From an optimization exercise on the open Yosys and OpenROAD flow, aimed at small area, a short achievable clock period and few clock cycles; shortcuts taken in it are not production practice. The RTL was checked by simulation tests, not by an equivalence proof against the original design. The flow treats the clock pin as an ideal source, which a real chip does not have.

==> trial 15 <==
==> flow/design.v (excerpt) <==
module sillage_gen (
    input  wire         clk,
    input  wire         rst,           
    input  wire         req_valid,
    output wire         req_ready,
    input  wire [1:0]   req_op,        
    input  wire [47:0]  req_step,
    input  wire [15:0]  req_stream,
    input  wire [63:0]  req_gei,
    input  wire [127:0] req_seed,
    output wire         resp_valid,
    input  wire         resp_ready,
    output wire [31:0]  resp_data
);
clock: 10.0 ns
lec_check: 0
cap_margin: 20
core_margin: 2
core_utilization: 55
slew_margin: 20
standard.sh (not shown) runs the stock make flow with config.mk's settings and CLKGATE_MAP_FILE= SYNTH_SCRIPT=/design/flow/synth_recipe.tcl, a recipe that flattens the netlist after the stock synthesis.
==> flow/flow/run.sh <==
#!/bin/bash
set -euo pipefail
bash standard.sh SETUP_SLACK_MARGIN=6.2 "BUFFER_PORTS_ARGS=-buffer_cell sky130_fd_sc_hd__buf_2" finish > run_standard.log 2>&1
==> inputs of build 5, as changes to trial 15 <==
--- a/flow/design.v
+++ b/flow/design.v
@@ -104,15 +104,17 @@
     wire        eq_gw   = ({2'b00, req_gei[63:2]} == ir_c[63:0]);
     wire        in_miss = in_seed || !tag_v || !eq_td || !((req_op == OP_ATM) ? eq_ga : eq_gw);
     reg  [127:0] inj;
     reg  [1:0]   nlap;
     reg          nseed;
+    reg  [1:0]   nlap_n;
+    reg          nseed_n;
     always @(*) begin
-        nlap  = 2'd0;
-        nseed = dsv[7];
-        if (dmv[15]) begin nlap = 2'd1; nseed = dsv[15]; end
-        if (dmv[23]) begin nlap = 2'd2; nseed = dsv[23]; end
+        nlap_n  = 2'd0;
+        nseed_n = dsv[6];
+        if (dmv[14]) begin nlap_n = 2'd1; nseed_n = dsv[14]; end
+        if (dmv[22]) begin nlap_n = 2'd2; nseed_n = dsv[22]; end
     end
     wire [127:0] nkey = nseed ? KD : k;
     reg  [127:0] nkr;
     reg  [31:0]  nkc;
     always @(*) begin
@@ -314,8 +316,10 @@
             if (dmv[DL])
                 y <= ring_out;
             b2_uni <= (b_op == OP_UNI);
             b2_d   <= b_res;
             inj    <= inj_n;
+            nlap   <= nlap_n;
+            nseed  <= nseed_n;
         end
     end
 endmodule
Settings changed: ABC_AREA from default to 1, CAP_MARGIN 20 to 40, SLEW_MARGIN 20 to 30.
==> inputs of trial 87, as changes to trial 15 <==
--- a/flow/design.v
+++ b/flow/design.v
@@ -104,15 +104,17 @@
     wire        eq_gw   = ({2'b00, req_gei[63:2]} == ir_c[63:0]);
     wire        in_miss = in_seed || !tag_v || !eq_td || !((req_op == OP_ATM) ? eq_ga : eq_gw);
     reg  [127:0] inj;
     reg  [1:0]   nlap;
     reg          nseed;
+    reg  [1:0]   nlap_n;
+    reg          nseed_n;
     always @(*) begin
-        nlap  = 2'd0;
-        nseed = dsv[7];
-        if (dmv[15]) begin nlap = 2'd1; nseed = dsv[15]; end
-        if (dmv[23]) begin nlap = 2'd2; nseed = dsv[23]; end
+        nlap_n  = 2'd0;
+        nseed_n = dsv[6];
+        if (dmv[14]) begin nlap_n = 2'd1; nseed_n = dsv[14]; end
+        if (dmv[22]) begin nlap_n = 2'd2; nseed_n = dsv[22]; end
     end
     wire [127:0] nkey = nseed ? KD : k;
     reg  [127:0] nkr;
     reg  [31:0]  nkc;
     always @(*) begin
@@ -314,8 +316,10 @@
             if (dmv[DL])
                 y <= ring_out;
             b2_uni <= (b_op == OP_UNI);
             b2_d   <= b_res;
             inj    <= inj_n;
+            nlap   <= nlap_n;
+            nseed  <= nseed_n;
         end
     end
 endmodule
==> flow/flow/run.sh (replaced) <==
#!/bin/bash
set -euo pipefail
bash standard.sh SETUP_SLACK_MARGIN=6.2 \
    "BUFFER_PORTS_ARGS=-buffer_cell sky130_fd_sc_hd__buf_2" \
    "CTS_ARGS=-sink_clustering_enable -repair_clock_nets -dont_use_dummy_load" \
    finish > run_standard.log 2>&1
Settings changed: ABC_AREA from default to 1, CAP_MARGIN 20 to 40, SLEW_MARGIN 20 to 30.
==> comparison <==
Trial 15 completed with no timing, DRC or antenna violations. Build 5 finished with timing, DRC and antenna clean. Trial 87 completed with no timing, DRC or antenna violations. Cell count: trial 15 < trial 87 < build 5. In trial 15 the area after synthesis is lower than in trial 87, by about 1%. Design area, highest first: trial 15, build 5, trial 87. Of build 5 and trial 15, build 5 has the higher synthesized cell count (gap about 16%, measured against trial 15).
==> figures <==
quantity                                                                           build 5                 trial 87                 trial 15
Run status                                                         complete, no violations  complete, no violations  complete, no violations
Fraction of area in registers                                                       0.4845                   0.4949                   0.4757
Fraction of the yosys area taken by sequential cells                                0.5738                   0.5738                   0.5790
Number of sequential cells in the layout                                              1946                     1946                     1943
Number of CTS-inserted buffers                                                         203                      203                      202
Post-synthesis register bit count                                                     1946                     1946                     1943
# placed instances                                                                   11510                    11510                    10300
Fraction of final layout cells with drive strength greater than 1                   0.1879                   0.1716                   0.2317
Gr busiest metal                                                                      met1                     met1                     met2
Crit. path cell count                                                                   27                       22                       21
Worst skew pair latency                                                             870 ps                   870 ps                   890 ps
Testbench counts of trial 15, summed over its fixed seeds: cycles 6,884.
Testbench counts of build 5, summed over its fixed seeds: cycles 6,884.
Testbench counts of trial 87, summed over its fixed seeds: cycles 6,884.

========
==> trial 7 <==
==> flow/design.v <==
module sillage_gen (
    input  wire         clk,
    input  wire         rst,           
    input  wire         req_valid,
    output wire         req_ready,
    input  wire [1:0]   req_op,        
    input  wire [47:0]  req_step,
    input  wire [15:0]  req_stream,
    input  wire [63:0]  req_gei,
    input  wire [127:0] req_seed,
    output wire         resp_valid,
    input  wire         resp_ready,
    output wire [31:0]  resp_data
);
    localparam integer NS = 8;         
    localparam integer DL = 24;        
    localparam [1:0] OP_WORD = 2'd0, OP_UNI = 2'd1, OP_ATM = 2'd2, OP_SEED = 2'd3;
    localparam [2:0] C_NONE = 3'b011;  
    localparam [31:0]  RK_STEP = 32'h6A5D_39E1;
    localparam [127:0] KD = {32'h7B04_D3E8, 32'hC26A_F019, 32'h1D9E_47A5, 32'h8F3B_2C61};
    localparam [63:0]  S_ZERO_SUB = 64'hC3A5_C85C_97CB_3127;
    function [31:0] rotl;
        input [31:0] v;
        input integer n;
        begin
            rotl = (n == 0) ? v : ((v << n) | (v >> (32 - n)));
        end
    endfunction
    function [31:0] add32;
        input [31:0] a, b;
        reg   [31:0] g, p, gn, pn;
        integer      l, i, d;
        begin
            g = a & b;
            p = a ^ b;
            for (l = 0; l < 5; l = l + 1) begin
                d  = 1 << l;
                gn = g;
                pn = p;
                for (i = 0; i < 32; i = i + 1)
                    if ((i / d) % 2 == 1) begin
                        gn[i] = g[i] | (p[i] & g[(i / d) * d - 1]);
                        pn[i] = p[i] & p[(i / d) * d - 1];
                    end
                g = gn;
                p = pn;
            end
            add32 = (a ^ b) ^ {g[30:0], 1'b0};
        end
    endfunction
    function [127:0] round_key;
        input integer     i;
        input [127:0]     key;
        integer           j;
        reg   [31:0]      w;
        begin
            round_key = 128'd0;
            for (j = 0; j < 4; j = j + 1) begin
                w = key[32 * ((i + j) % 4) +: 32];
                round_key[32 * j +: 32] = add32(rotl(w, 8 * i), i * RK_STEP);
            end
        end
    endfunction
    reg  [127:0]    k;                 
    reg             tag_v;             
    reg             sp;                
    reg             ir_v, ir_miss;
    reg  [1:0]      ir_op;
    reg  [5:0]      ir_pos;
    reg  [127:0]    ir_c;              
    reg  [128*NS-1:0] rr;              
    reg  [3*DL+2:0] dc;                
    reg  [6*DL+5:0] dp;                
    reg  [127:0]    y;                 
    reg  [2:0]      b_c;               
    reg  [5:0]      b_pos;
    reg             b2_v, b2_uni;      
    reg  [31:0]     b2_d;
    reg  [63:0]     w;                 
    reg  [2:0]      wpos;
    reg             wval;
    reg             q0_v, q1_v;        
    reg  [31:0]     q0, q1;
    reg             rdy;
    assign resp_valid = q0_v;
    assign resp_data  = q0;
    assign req_ready  = rdy;
    function dm;                       
        input integer i;
        begin
            dm = dc[3 * i + 2];
        end
    endfunction
    function ds;                       
        input integer i;
        begin
            ds = (dc[3 * i +: 3] == 3'b111);
        end
    endfunction
    wire       b_v   = (b_c != C_NONE);
    wire [1:0] b_op  = b_c[1:0];
    wire [2:0] ph    = b_pos[5:3];
    wire [2:0] pl    = b_pos[2:0];
    wire       a_reinit = !wval || (ph < wpos);
    wire [2:0] a_cpos   = a_reinit ? 3'd0 : wpos;
    wire       a_ready  = (a_cpos == ph);
    wire       b_atm    = b_v && (b_op == OP_ATM);
    wire       be_hold  = b_atm && !a_ready;
    reg        mv;                     
    wire       move     = mv;
    wire collision = dm(8) | dm(16);
    wire ir_go   = ir_v && (!ir_miss || (!collision && !sp));
    wire launch  = move && ir_go && ir_miss;
    wire accept  = req_valid && rdy;
    wire        in_seed = (req_op == OP_SEED);
    wire [61:0] in_grp  = (req_op == OP_ATM) ? {req_gei[63:6], 4'b0000} : req_gei[63:2];
    wire [127:0] in_ctr = {req_step[47:16], req_step[15:0], req_stream, 2'b00, in_grp};
    wire [127:0] in_c   = in_seed ? req_seed : in_ctr;
    wire        eq_td   = ({req_step, req_stream} == ir_c[127:64]);
    wire        eq_ga   = ({2'b00, req_gei[63:6], 4'b0000} == ir_c[63:0]);
    wire        eq_gw   = ({2'b00, req_gei[63:2]} == ir_c[63:0]);
    wire        in_miss = in_seed || !tag_v || !eq_td || !((req_op == OP_ATM) ? eq_ga : eq_gw);
    wire [127:0] ksk1 = round_key(1, k);
    wire [127:0] ksk2 = round_key(2, k);
    wire [127:0] ksk3 = round_key(3, k);
    wire [127:0] inj  = (dm(8)  ? (ds(8)  ? round_key(1, KD) : ksk1) : 128'd0)
                      | (dm(16) ? (ds(16) ? round_key(2, KD) : ksk2) : 128'd0)
                      | (dm(24) ? (ds(24) ? round_key(3, KD) : ksk3) : 128'd0);
    wire [128*NS-1:0] ro;              
    genvar gs;
    generate
        for (gs = 0; gs < NS; gs = gs + 1) begin : stg
            wire [127:0] xin = rr[128 * gs +: 128];
            wire [31:0] x0 = xin[31:0], x1 = xin[63:32], x2 = xin[95:64], x3 = xin[127:96];
            if (gs % 2 == 0) begin : ha
                localparam integer RA = (gs / 2 == 0) ? 7 : (gs / 2 == 1) ? 19 : (gs / 2 == 2) ? 13 : 25;
                wire [31:0] a0 = add32(x0, rotl(x3, RA));
                wire [31:0] a2 = x2 ^ a0;
                assign ro[128 * gs +: 128] = {x3, a2, x1, a0};
            end else begin : hb
                localparam integer RB = (gs / 2 == 0) ? 11 : (gs / 2 == 1) ? 3 : (gs / 2 == 2) ? 29 : 17;
                wire [31:0] a1 = add32(x1, rotl(x2, RB));
                wire [31:0] a3 = x3 ^ a1;
                if (gs == NS - 1) begin : inj_s
                    assign ro[128 * gs +: 128] = {x0, a3, x2, a1} ^ inj;
                end else begin : plain
                    assign ro[128 * gs +: 128] = {x0, a3, x2, a1};
                end
            end
        end
    endgenerate
    wire [127:0] ring_out = ro[128 * (NS - 1) +: 128];
    wire [127:0] key0     = (ir_op == OP_SEED) ? KD : k;
    wire [127:0] x_init   = {add32(ir_c[127:96], key0[127:96]), add32(ir_c[95:64], key0[95:64]),
                             add32(ir_c[63:32],  key0[63:32]),  add32(ir_c[31:0],  key0[31:0])};
    reg [31:0] yw;
    always @(*) begin
        case (b_pos[1:0])
            2'd0: yw = y[31:0];
            2'd1: yw = y[63:32];
            2'd2: yw = y[95:64];
            default: yw = y[127:96];
        endcase
    end
    wire [23:0] um = yw[31:8];
    reg  [4:0]  ulz;
    integer     ub;
    always @(*) begin
        ulz = 5'd0;
        for (ub = 0; ub < 24; ub = ub + 1)
            if (um[ub]) ulz = 5'd23 - ub[4:0];
    end
    wire [63:0] sseed = (y[63:0] == 64'd0) ? S_ZERO_SUB : y[63:0];
    wire [63:0] winit = {sseed[63] ^ sseed[3] ^ sseed[2] ^ sseed[0],
                         sseed[62] ^ sseed[2] ^ sseed[1],
                         sseed[61] ^ sseed[1] ^ sseed[0],
                         sseed[60] ^ sseed[0],
                         sseed[59:0]};
    wire [63:0] wcur = a_reinit ? winit : w;
    reg  [127:0] wext;
    integer      wi;
    always @(*) begin
        wext = {64'd0, wcur};
        for (wi = 64; wi < 128; wi = wi + 1)
            wext[wi] = wext[wi - 60] ^ wext[wi - 61] ^ wext[wi - 63] ^ wext[wi - 64];
    end
    wire [63:0] wadv = wext[127:64];
    wire [7:0]  wbyte_r = wcur[8 * pl +: 8];
    wire [7:0]  wbyte = {wbyte_r[0], wbyte_r[1], wbyte_r[2], wbyte_r[3],
                         wbyte_r[4], wbyte_r[5], wbyte_r[6], wbyte_r[7]};
    reg [31:0] b_res;
    always @(*) begin
        case (b_op)
            OP_WORD: b_res = yw;
            OP_UNI:  b_res = {3'b000, ulz, um};
            OP_ATM:  b_res = {24'd0, wbyte};
            default: b_res = y[31:0];
        endcase
    end
    reg  [63:0] w_n;
    reg  [2:0]  wpos_n;
    reg         wval_n;
    always @(*) begin
        w_n = w; wpos_n = wpos; wval_n = wval;
        if (b_atm) begin
            if (!a_ready) begin
                w_n = wadv; wpos_n = a_cpos + 3'd1; wval_n = 1'b1;
            end else if (move) begin
                wval_n = 1'b1;
                if (pl == 3'd7 && ph != 3'd7) begin
                    w_n = wadv; wpos_n = ph + 3'd1;
                end else begin
                    w_n = wcur; wpos_n = a_cpos;
                end
            end
        end
        if (move && dm(DL))
            wval_n = 1'b0;
    end
    wire [23:0] b2_um   = b2_d[23:0];
    wire [4:0]  b2_lz   = b2_d[28:24];
    wire [23:0] b2_norm = b2_um << b2_lz;
    wire [31:0] b2_out  = !b2_uni ? b2_d :
                          (b2_um == 24'd0) ? 32'd0 : {1'b0, 8'd126 - {3'b000, b2_lz}, b2_norm[22:0]};
    wire enq = move && b2_v;
    wire deq = q0_v && resp_ready;
    wire q0_v_n = deq ? (q1_v || enq) : (q0_v || enq);
    wire q1_v_n = deq ? 1'b0 : (q1_v || (q0_v && enq));
    wire       ir_v_n    = move ? (accept || (ir_v && !ir_go)) : ir_v;
    wire       ir_miss_n = accept ? in_miss : ir_miss;
    wire [2:0] b_c_n     = move ? dc[3 * DL +: 3] : b_c;
    wire [5:0] b_pos_n   = move ? dp[6 * DL +: 6] : b_pos;
    wire       coll_n    = move ? (dm(7) | dm(15)) : collision;
    wire       sp_n      = (launch && ir_op == OP_SEED) ? 1'b1 :
                           (move && ds(DL))            ? 1'b0 : sp;
    wire       nb_atm    = (b_c_n != C_NONE) && (b_c_n[1:0] == OP_ATM);
    wire       nreinit   = !wval_n || (b_pos_n[5:3] < wpos_n);
    wire       nready    = (nreinit ? 3'd0 : wpos_n) == b_pos_n[5:3];
    wire       nmove     = !q1_v_n && !(nb_atm && !nready);
    wire       rdy_n     = nmove && (!ir_v_n || !ir_miss_n || (!coll_n && !sp_n));
    always @(posedge clk) begin
        if (rst) begin
            k     <= 128'd0;
            tag_v <= 1'b0;
            sp    <= 1'b0;
            ir_v  <= 1'b0;
            dc    <= {(DL + 1){C_NONE}};
            b_c   <= C_NONE;
            b2_v  <= 1'b0;
            wval  <= 1'b0;
            q0_v  <= 1'b0;
            q1_v  <= 1'b0;
            rdy   <= 1'b1;
            mv    <= 1'b1;
        end else begin
            mv   <= nmove;
            q0_v <= q0_v_n;
            q1_v <= q1_v_n;
            ir_v <= ir_v_n;
            sp   <= sp_n;
            rdy  <= rdy_n;
            wval <= wval_n;
            if (accept)
                tag_v <= !in_seed;
            if (move) begin
                dc[5:3] <= ir_go ? {ir_miss, ir_op} : C_NONE;
                dc[3 * DL + 2:6] <= dc[3 * DL - 1:3];
                b_c  <= dc[3 * DL +: 3];
                b2_v <= b_v;
                if (ds(DL))
                    k <= ring_out;
            end
        end
    end
    integer di;
    always @(posedge clk) begin
        w    <= w_n;
        wpos <= wpos_n;
        if (deq) begin
            if (q1_v)
                q0 <= q1;
            else if (enq)
                q0 <= b2_out;
        end else if (enq) begin
            if (q0_v)
                q1 <= b2_out;
            else
                q0 <= b2_out;
        end
        if (accept) begin
            ir_miss <= in_miss;
            ir_op   <= req_op;
            ir_pos  <= req_gei[5:0];
            ir_c    <= in_c;
        end
        if (move) begin
            rr[127:0] <= launch ? x_init : ring_out;
            for (di = 1; di < NS; di = di + 1)
                rr[128 * di +: 128] <= ro[128 * (di - 1) +: 128];
            dp[11:6] <= ir_pos;
            for (di = 2; di <= DL; di = di + 1)
                dp[6 * di +: 6] <= dp[6 * (di - 1) +: 6];
            b_pos <= dp[6 * DL +: 6];
            if (dm(DL))
                y <= ring_out;
            b2_uni <= (b_op == OP_UNI);
            b2_d   <= b_res;
        end
    end
endmodule
==> flow/flow/run.sh <==
#!/bin/bash
set -euo pipefail
bash standard.sh SETUP_SLACK_MARGIN=6.5 "BUFFER_PORTS_ARGS=-buffer_cell sky130_fd_sc_hd__buf_2" finish > run_standard.log 2>&1
==> flow/standard.sh <==
#!/bin/bash
# synth_recipe.tcl (not shown) runs the flow's synth.tcl, then flattens the netlist and writes it again
# the make line also repeats each setting of config.mk as NAME=value (left out here)
make -C /OpenROAD-flow-scripts/flow DESIGN_CONFIG=/design/flow/config.mk WORK_HOME=/design/flow/orfs CLKGATE_MAP_FILE= SYNTH_SCRIPT=/design/flow/synth_recipe.tcl "${@:-finish}"
==> flow/config.mk <==
export PLATFORM = sky130hd
export DESIGN_NAME = sillage_gen
export DESIGN_NICKNAME = sillage_gen
export VERILOG_FILES = /design/flow/design.v
export SDC_FILE = /design/flow/constraint.sdc
export NUM_CORES = 4
export LEC_CHECK = 0
export CAP_MARGIN = 20
export CORE_MARGIN = 2
export CORE_UTILIZATION = 55
export SLEW_MARGIN = 20
==> flow/constraint.sdc <==
create_clock -name core_clock -period 10.0 [get_ports {clk}]
set_input_delay 2.0000 -clock core_clock [delete_from_list [all_inputs] [get_ports {clk}]]
set_output_delay 2.0000 -clock core_clock [all_outputs]
set_load 0.01 [all_outputs]
==> inputs of build 73, as changes to trial 7 <==
--- a/flow/design.v
+++ b/flow/design.v
@@ -50,15 +50,2 @@
     endfunction
-    function [127:0] round_key;
-        input integer     i;
-        input [127:0]     key;
-        integer           j;
-        reg   [31:0]      w;
-        begin
-            round_key = 128'd0;
-            for (j = 0; j < 4; j = j + 1) begin
-                w = key[32 * ((i + j) % 4) +: 32];
-                round_key[32 * j +: 32] = add32(rotl(w, 8 * i), i * RK_STEP);
-            end
-        end
-    endfunction
     reg  [127:0]    k;                 
@@ -87,14 +74,10 @@
     assign req_ready  = rdy;
-    function dm;                       
-        input integer i;
-        begin
-            dm = dc[3 * i + 2];
-        end
-    endfunction
-    function ds;                       
-        input integer i;
-        begin
-            ds = (dc[3 * i +: 3] == 3'b111);
+    wire [DL:1] dmv, dsv;
+    genvar gi;
+    generate
+        for (gi = 1; gi <= DL; gi = gi + 1) begin : dlf
+            assign dmv[gi] = dc[3 * gi + 2];
+            assign dsv[gi] = (dc[3 * gi +: 3] == 3'b111);
         end
-    endfunction
+    endgenerate
     wire       b_v   = (b_c != C_NONE);
@@ -110,3 +93,3 @@
     wire       move     = mv;
-    wire collision = dm(8) | dm(16);
+    wire collision = dmv[8] | dmv[16];
     wire ir_go   = ir_v && (!ir_miss || (!collision && !sp));
@@ -122,8 +105,37 @@
     wire        in_miss = in_seed || !tag_v || !eq_td || !((req_op == OP_ATM) ? eq_ga : eq_gw);
-    wire [127:0] ksk1 = round_key(1, k);
-    wire [127:0] ksk2 = round_key(2, k);
-    wire [127:0] ksk3 = round_key(3, k);
-    wire [127:0] inj  = (dm(8)  ? (ds(8)  ? round_key(1, KD) : ksk1) : 128'd0)
-                      | (dm(16) ? (ds(16) ? round_key(2, KD) : ksk2) : 128'd0)
-                      | (dm(24) ? (ds(24) ? round_key(3, KD) : ksk3) : 128'd0);
+    reg  [127:0] inj;
+    reg  [1:0]   nlap;
+    reg          nseed;
+    reg  [1:0]   nlap_n;
+    reg          nseed_n;
+    always @(*) begin
+        nlap_n  = 2'd0;
+        nseed_n = dsv[6];
+        if (dmv[14]) begin nlap_n = 2'd1; nseed_n = dsv[14]; end
+        if (dmv[22]) begin nlap_n = 2'd2; nseed_n = dsv[22]; end
+    end
+    wire [127:0] nkey = nseed ? KD : k;
+    reg  [127:0] nkr;
+    reg  [31:0]  nkc;
+    always @(*) begin
+        case (nlap)
+            2'd0: begin
+                nkr = {rotl(nkey[31:0], 8),   rotl(nkey[127:96], 8),
+                       rotl(nkey[95:64], 8),  rotl(nkey[63:32], 8)};
+                nkc = RK_STEP;
+            end
+            2'd1: begin
+                nkr = {rotl(nkey[63:32], 16), rotl(nkey[31:0], 16),
+                       rotl(nkey[127:96], 16), rotl(nkey[95:64], 16)};
+                nkc = RK_STEP + RK_STEP;
+            end
+            default: begin
+                nkr = {rotl(nkey[95:64], 24), rotl(nkey[63:32], 24),
+                       rotl(nkey[31:0], 24),  rotl(nkey[127:96], 24)};
+                nkc = RK_STEP + RK_STEP + RK_STEP;
+            end
+        endcase
+    end
+    wire [127:0] inj_n = {add32(nkr[127:96], nkc), add32(nkr[95:64], nkc),
+                          add32(nkr[63:32], nkc),  add32(nkr[31:0], nkc)};
     wire [128*NS-1:0] ro;              
@@ -216,3 +228,3 @@
         end
-        if (move && dm(DL))
+        if (move && dmv[DL])
             wval_n = 1'b0;
@@ -232,5 +244,5 @@
     wire [5:0] b_pos_n   = move ? dp[6 * DL +: 6] : b_pos;
-    wire       coll_n    = move ? (dm(7) | dm(15)) : collision;
+    wire       coll_n    = move ? (dmv[7] | dmv[15]) : collision;
     wire       sp_n      = (launch && ir_op == OP_SEED) ? 1'b1 :
-                           (move && ds(DL))            ? 1'b0 : sp;
+                           (move && dsv[DL])            ? 1'b0 : sp;
     wire       nb_atm    = (b_c_n != C_NONE) && (b_c_n[1:0] == OP_ATM);
@@ -269,3 +281,3 @@
                 b2_v <= b_v;
-                if (ds(DL))
+                if (dsv[DL])
                     k <= ring_out;
@@ -303,3 +315,3 @@
             b_pos <= dp[6 * DL +: 6];
-            if (dm(DL))
+            if (dmv[DL])
                 y <= ring_out;
@@ -307,2 +319,5 @@
             b2_d   <= b_res;
+            inj    <= inj_n;
+            nlap   <= nlap_n;
+            nseed  <= nseed_n;
         end
==> flow/flow/run.sh (replaced) <==
#!/bin/bash
set -euo pipefail
bash standard.sh SETUP_SLACK_MARGIN=6.4 \
    "BUFFER_PORTS_ARGS=-buffer_cell sky130_fd_sc_hd__buf_2" \
    "CTS_ARGS=-sink_clustering_enable -repair_clock_nets -dont_use_dummy_load" \
    finish > run_standard.log 2>&1
- ABC_AREA: unset -> 1
- CAP_MARGIN: 20 -> 40
- SLEW_MARGIN: 20 -> 30
==> inputs of build 20, as changes to trial 7 <==
--- a/flow/design.v
+++ b/flow/design.v
@@ -50,15 +50,2 @@
     endfunction
-    function [127:0] round_key;
-        input integer     i;
-        input [127:0]     key;
-        integer           j;
-        reg   [31:0]      w;
-        begin
-            round_key = 128'd0;
-            for (j = 0; j < 4; j = j + 1) begin
-                w = key[32 * ((i + j) % 4) +: 32];
-                round_key[32 * j +: 32] = add32(rotl(w, 8 * i), i * RK_STEP);
-            end
-        end
-    endfunction
     reg  [127:0]    k;                 
@@ -87,14 +74,10 @@
     assign req_ready  = rdy;
-    function dm;                       
-        input integer i;
-        begin
-            dm = dc[3 * i + 2];
-        end
-    endfunction
-    function ds;                       
-        input integer i;
-        begin
-            ds = (dc[3 * i +: 3] == 3'b111);
+    wire [DL:1] dmv, dsv;
+    genvar gi;
+    generate
+        for (gi = 1; gi <= DL; gi = gi + 1) begin : dlf
+            assign dmv[gi] = dc[3 * gi + 2];
+            assign dsv[gi] = (dc[3 * gi +: 3] == 3'b111);
         end
-    endfunction
+    endgenerate
     wire       b_v   = (b_c != C_NONE);
@@ -110,3 +93,3 @@
     wire       move     = mv;
-    wire collision = dm(8) | dm(16);
+    wire collision = dmv[8] | dmv[16];
     wire ir_go   = ir_v && (!ir_miss || (!collision && !sp));
@@ -122,8 +105,37 @@
     wire        in_miss = in_seed || !tag_v || !eq_td || !((req_op == OP_ATM) ? eq_ga : eq_gw);
-    wire [127:0] ksk1 = round_key(1, k);
-    wire [127:0] ksk2 = round_key(2, k);
-    wire [127:0] ksk3 = round_key(3, k);
-    wire [127:0] inj  = (dm(8)  ? (ds(8)  ? round_key(1, KD) : ksk1) : 128'd0)
-                      | (dm(16) ? (ds(16) ? round_key(2, KD) : ksk2) : 128'd0)
-                      | (dm(24) ? (ds(24) ? round_key(3, KD) : ksk3) : 128'd0);
+    reg  [127:0] inj;
+    reg  [1:0]   nlap;
+    reg          nseed;
+    reg  [1:0]   nlap_n;
+    reg          nseed_n;
+    always @(*) begin
+        nlap_n  = 2'd0;
+        nseed_n = dsv[6];
+        if (dmv[14]) begin nlap_n = 2'd1; nseed_n = dsv[14]; end
+        if (dmv[22]) begin nlap_n = 2'd2; nseed_n = dsv[22]; end
+    end
+    wire [127:0] nkey = nseed ? KD : k;
+    reg  [127:0] nkr;
+    reg  [31:0]  nkc;
+    always @(*) begin
+        case (nlap)
+            2'd0: begin
+                nkr = {rotl(nkey[31:0], 8),   rotl(nkey[127:96], 8),
+                       rotl(nkey[95:64], 8),  rotl(nkey[63:32], 8)};
+                nkc = RK_STEP;
+            end
+            2'd1: begin
+                nkr = {rotl(nkey[63:32], 16), rotl(nkey[31:0], 16),
+                       rotl(nkey[127:96], 16), rotl(nkey[95:64], 16)};
+                nkc = RK_STEP + RK_STEP;
+            end
+            default: begin
+                nkr = {rotl(nkey[95:64], 24), rotl(nkey[63:32], 24),
+                       rotl(nkey[31:0], 24),  rotl(nkey[127:96], 24)};
+                nkc = RK_STEP + RK_STEP + RK_STEP;
+            end
+        endcase
+    end
+    wire [127:0] inj_n = {add32(nkr[127:96], nkc), add32(nkr[95:64], nkc),
+                          add32(nkr[63:32], nkc),  add32(nkr[31:0], nkc)};
     wire [128*NS-1:0] ro;              
@@ -216,3 +228,3 @@
         end
-        if (move && dm(DL))
+        if (move && dmv[DL])
             wval_n = 1'b0;
@@ -232,5 +244,5 @@
     wire [5:0] b_pos_n   = move ? dp[6 * DL +: 6] : b_pos;
-    wire       coll_n    = move ? (dm(7) | dm(15)) : collision;
+    wire       coll_n    = move ? (dmv[7] | dmv[15]) : collision;
     wire       sp_n      = (launch && ir_op == OP_SEED) ? 1'b1 :
-                           (move && ds(DL))            ? 1'b0 : sp;
+                           (move && dsv[DL])            ? 1'b0 : sp;
     wire       nb_atm    = (b_c_n != C_NONE) && (b_c_n[1:0] == OP_ATM);
@@ -269,3 +281,3 @@
                 b2_v <= b_v;
-                if (ds(DL))
+                if (dsv[DL])
                     k <= ring_out;
@@ -303,3 +315,3 @@
             b_pos <= dp[6 * DL +: 6];
-            if (dm(DL))
+            if (dmv[DL])
                 y <= ring_out;
@@ -307,2 +319,5 @@
             b2_d   <= b_res;
+            inj    <= inj_n;
+            nlap   <= nlap_n;
+            nseed  <= nseed_n;
         end
==> flow/flow/run.sh (replaced) <==
#!/bin/bash
set -euo pipefail
bash standard.sh SETUP_SLACK_MARGIN=6.0 \
    "BUFFER_PORTS_ARGS=-buffer_cell sky130_fd_sc_hd__buf_2" \
    "CTS_ARGS=-sink_clustering_enable -repair_clock_nets -dont_use_dummy_load" \
    finish > run_standard.log 2>&1
- ABC_AREA: unset -> 1
- CAP_MARGIN: 20 -> 40
- SLEW_MARGIN: 20 -> 30
==> comparison table <==
item	trial 7	build 73	build 20
Final Worst Setup Slack	5.73 ns	6.01 ns	6.00 ns
Count of inverters not on the clock network in the layout	277	1145	1143
Sequential cell area share	0.447	0.481	0.504
Share of the synthesized area in compound gates (AO/OA/AOI/OAI)	0.104	0.0852	0.0852
Detailed-route vias per instance	6.45	5.98	5.98
Share of the synthesized netlist area taken by xor and xnor gates	0.112	0.0819	0.0819
Total instance count after detailed placement	10252	11511	11511
Capture point of the critical path	rr[59]$_DFFE_PP_	inj[38]$_DFFE_PP_	inj[112]$_DFFE_PP_
Multi-In Gates	5499	5666	5665
Run status	complete, no violations	complete, no violations	complete, no violations
First-iteration detailed-routing DRC count	11085	10731	10438
Via count	72177	72743	71064
Proportion of cell area occupied by multi-input gates	0.396	0.348	0.342
Post-DP HPWL	293 mm	270 mm	270 mm
Routed wl met2	160 mm	149 mm	145 mm
Required time of the critical path	10.55 ns	10.58 ns	10.59 ns
Area of combinational cells with multiple inputs	46500 µm²	40600 µm²	38200 µm²
Number of sequential storage elements	1815	1946	1946
Hold Path End	rr[433]$_DFFE_PP_	rr[945]$_DFFE_PP_	rr[945]$_DFFE_PP_
Testbench counts of trial 7, summed over its fixed seeds: cycles 6,884.
Testbench counts of build 73, summed over its fixed seeds: cycles 6,884.
Testbench counts of build 20, summed over its fixed seeds: cycles 6,884.

==> re-timing with driven ports <==
The results above use ideal ports. As a check the final layouts listed here were re-extracted and re-timed, cells and wires unchanged. Step 1 (the two cells are an assumption about what drives the block):
set clk [get_ports {clk}]
set_driving_cell -lib_cell sky130_fd_sc_hd__clkbuf_16 $clk
set_driving_cell -lib_cell sky130_fd_sc_hd__buf_2 [delete_from_list [all_inputs] $clk]
Step 2 also shifts input and output timing later by t, the mid clock arrival at the registers, as if the neighbouring blocks saw the same clock. a / b / c = ideal / step 1 / step 2; a / b = the first two.
run	shift t [ns]	setup slack, ns	clock arrival spread, ns	worst slew at a driven data input, ns
trial 15	0.950	5.638 / 5.638 / 5.280	0.075 / 0.074	0.10
build 5	0.951	6.036 / 6.036 / 5.507	0.053 / 0.054	0.13
trial 87	0.928	6.034 / 6.034 / 5.485	0.094 / 0.094	0.11
trial 7	0.914	5.726 / 5.726 / 5.239	0.049 / 0.049	0.07
build 73	0.923	6.008 / 6.008 / 5.655	0.096 / 0.096	0.10
build 20	0.924	6.002 / 6.002 / 5.554	0.098 / 0.098	0.13
After both steps every run listed still meets setup and hold. The setup slack of trial 87, which loses most, moves by 0.000 ns with the drivers and by -0.549 ns with both steps.
